From an optimization exercise on the open Yosys and OpenROAD flow, aimed at a short achievable clock period and few clock cycles per item; shortcuts taken in it are not production practice.
Function was checked by simulation only, so behaviour that the tests miss may differ from the original.

## job 101
==> flow/design.v <==
module cvu (
    input  wire        clk,
    input  wire        rst,
    input  wire        go,
    input  wire        abort,
    input  wire [3:0]  cfg_preset,
    input  wire        cfg_custom,
    input  wire [6:0]  cfg_width,
    input  wire        cfg_refin,
    input  wire        cfg_refout,
    input  wire [63:0] cfg_poly,
    input  wire [63:0] cfg_init,
    input  wire [63:0] cfg_xorout,
    input  wire [35:0] cfg_len,
    input  wire        range_ok,
    input  wire        held,
    input  wire        mp_on,
    input  wire        in_valid,
    input  wire [63:0] in_data,
    input  wire        in_ecc_err,
    input  wire        in_closed,
    output wire        in_ready,
    output wire        busy,
    output wire        done,
    output wire        aborted,
    output wire [7:0]  status,
    output wire [31:0] scans,
    output wire [63:0] result
);
    localparam [7:0] ST_OK       = 8'h00;
    localparam [7:0] ST_MISMATCH = 8'h01;
    localparam [7:0] ST_UNCORR   = 8'h62;
    localparam [7:0] ST_CLOSED   = 8'h67;
    localparam [6:0]  P0_WIDTH  = 7'd32;
    localparam [63:0] P0_POLY   = 64'h0000_0000_1EDC_6F41;
    localparam [63:0] P0_INIT   = 64'h0000_0000_FFFF_FFFF;
    localparam [63:0] P0_XOROUT = 64'h0000_0000_FFFF_FFFF;
    reg        busy_q, done_q, aborted_q;
    reg [7:0]  status_q;
    reg [31:0] scans_q;
    reg [63:0] result_q;
    reg [63:0] crc_q;        
    reg [63:0] poly_q;       
    reg [63:0] xorout_q;
    reg [5:0]  shift_q;      
    reg        refin_q, refout_q;
    reg [35:0] left_q;       
    reg [63:0] buf_q;        
    reg [3:0]  cnt_q;        
    wire [6:0]  sel_width  = cfg_custom ? cfg_width  : P0_WIDTH;
    wire        sel_refin  = cfg_custom ? cfg_refin  : 1'b1;
    wire        sel_refout = cfg_custom ? cfg_refout : 1'b1;
    wire [63:0] sel_poly   = cfg_custom ? cfg_poly   : P0_POLY;
    wire [63:0] sel_init   = cfg_custom ? cfg_init   : P0_INIT;
    wire [63:0] sel_xorout = cfg_custom ? cfg_xorout : P0_XOROUT;
    wire [5:0]  sel_shift  = 7'd64 - sel_width;
    wire width_ok  = (cfg_width >= 7'd1) && (cfg_width <= 7'd64);
    wire fields_ok = ((cfg_poly   >> cfg_width) == 64'd0) &&
                     ((cfg_init   >> cfg_width) == 64'd0) &&
                     ((cfg_xorout >> cfg_width) == 64'd0);
    wire cfg_ok    = cfg_custom ? (width_ok && fields_ok) : (cfg_preset == 4'd0);
    wire go_ok     = !busy_q && !held && range_ok && cfg_ok && mp_on;
    function [63:0] crc_byte;
        input [63:0] r;
        input [63:0] p;
        input [7:0]  b;
        integer i;
        reg fb;
        begin
            crc_byte = r;
            for (i = 7; i >= 0; i = i - 1) begin
                fb = crc_byte[63] ^ b[i];
                crc_byte = crc_byte << 1;
                if (fb)
                    crc_byte = crc_byte ^ p;
            end
        end
    endfunction
    function [7:0] rev8;
        input [7:0] b;
        integer i;
        begin
            for (i = 0; i < 8; i = i + 1)
                rev8[i] = b[7 - i];
        end
    endfunction
    function [63:0] rev64;
        input [63:0] v;
        integer i;
        begin
            for (i = 0; i < 64; i = i + 1)
                rev64[i] = v[63 - i];
        end
    endfunction
    wire [7:0]  cur_byte  = refin_q ? rev8(buf_q[7:0]) : buf_q[7:0];
    wire [63:0] crc_next  = crc_byte(crc_q, poly_q, cur_byte);
    wire [63:0] crc_final = (refout_q ? rev64(crc_q) : (crc_q >> shift_q)) ^ xorout_q;
    assign in_ready = busy_q && (left_q != 36'd0) && (cnt_q <= 4'd1);
    wire   take     = in_valid && in_ready;
    wire   word_err = in_ecc_err || in_closed;
    wire [3:0] take_cnt = (left_q >= 36'd8) ? 4'd8 : left_q[3:0];
    wire   finish   = busy_q && (left_q == 36'd0) && (cnt_q == 4'd0);
    always @(posedge clk) begin
        if (rst) begin
            busy_q    <= 1'b0;
            done_q    <= 1'b0;
            aborted_q <= 1'b0;
            status_q  <= ST_OK;
            scans_q   <= 32'd0;
            result_q  <= 64'd0;
        end else if (!busy_q) begin
            if (go) begin
                if (go_ok) begin
                    busy_q    <= 1'b1;
                    done_q    <= 1'b0;
                    aborted_q <= 1'b0;
                    status_q  <= ST_OK;
                    result_q  <= 64'd0;
                    crc_q     <= sel_init << sel_shift;
                    poly_q    <= sel_poly << sel_shift;
                    xorout_q  <= sel_xorout;
                    shift_q   <= sel_shift;
                    refin_q   <= sel_refin;
                    refout_q  <= sel_refout;
                    left_q    <= cfg_len;
                    cnt_q     <= 4'd0;
                end else begin
                    status_q  <= ST_MISMATCH;
                end
            end
        end else begin
            if (go)
                status_q <= ST_MISMATCH;
            if (abort || !mp_on) begin
                busy_q    <= 1'b0;
                aborted_q <= 1'b1;
                status_q  <= ST_OK;
                scans_q   <= scans_q + 32'd1;
            end else if (take && word_err) begin
                busy_q    <= 1'b0;
                status_q  <= in_closed ? ST_CLOSED : ST_UNCORR;
                scans_q   <= scans_q + 32'd1;
            end else if (finish) begin
                busy_q    <= 1'b0;
                done_q    <= 1'b1;
                status_q  <= ST_OK;
                result_q  <= crc_final;
                scans_q   <= scans_q + 32'd1;
            end else begin
                if (cnt_q != 4'd0) begin
                    crc_q <= crc_next;
                    buf_q <= buf_q >> 8;
                    cnt_q <= cnt_q - 4'd1;
                end
                if (take) begin
                    buf_q  <= in_data;
                    cnt_q  <= take_cnt;
                    left_q <= left_q - {32'd0, take_cnt};
                end
            end
        end
    end
    assign busy    = busy_q;
    assign done    = done_q;
    assign aborted = aborted_q;
    assign status  = status_q;
    assign scans   = scans_q;
    assign result  = result_q;
endmodule
clock: 10.0 ns
lec_check: 0
cap_margin: 20
core_margin: 2
core_utilization: 40
slew_margin: 20
run.sh (not shown) runs the stock make flow with config.mk's settings and CLKGATE_MAP_FILE= SYNTH_SCRIPT=/design/flow/synth_recipe.tcl, a recipe that flattens the netlist after the stock synthesis.
Job 101: full flow OK, the timing, design-rule and antenna checks passed
Testbench counts of job 101, summed over its fixed seeds: cycles 189,336, bytes 188,376.
> inputs changed (job 101 -> job 102)
Settings: putting SETUP_SLACK_MARGIN at 5 where nothing was set.
| setup slack | job 102 vs job 101 | better |. Final standard cell area without fillers ends up higher on job 102. The insertion delay to the later sink of the worst-skew pair was comparable across job 101 and job 102. Between job 102 and job 101, the number of combinational gates with multiple inputs figures differ only marginally.

-- static timing again, ports no longer ideal --
How much do the figures lean on ideal ports? The routed layouts below were timed once more, with nothing changed but the port constraints. Step 1, drivers: a clkbuf_16 drives clk and a buf_2 each remaining input, both assumed. Step 2, shift: input delay + t, output delay - t, t = (earliest + latest rising clock arrival at the registers) / 2. This alone moves slack from input paths to output paths. Slacks: ideal ports / drivers / drivers and shift; pairs: ideal ports / drivers.
run	t, ns	setup slack, ns	latest minus earliest clock arrival (ns)	slew at the worst register clock pin (ns)
job 101	0.674	1.561 / 1.582 / 0.908	0.081 / 0.081	0.07 / 0.07
job 102	0.678	3.891 / 3.481 / 2.803	0.052 / 0.052	0.07 / 0.07
After both steps setup and hold are still met in every run listed. For job 102, which loses most, drivers alone change the setup slack by -0.410 ns; drivers and shift together by -1.088 ns.
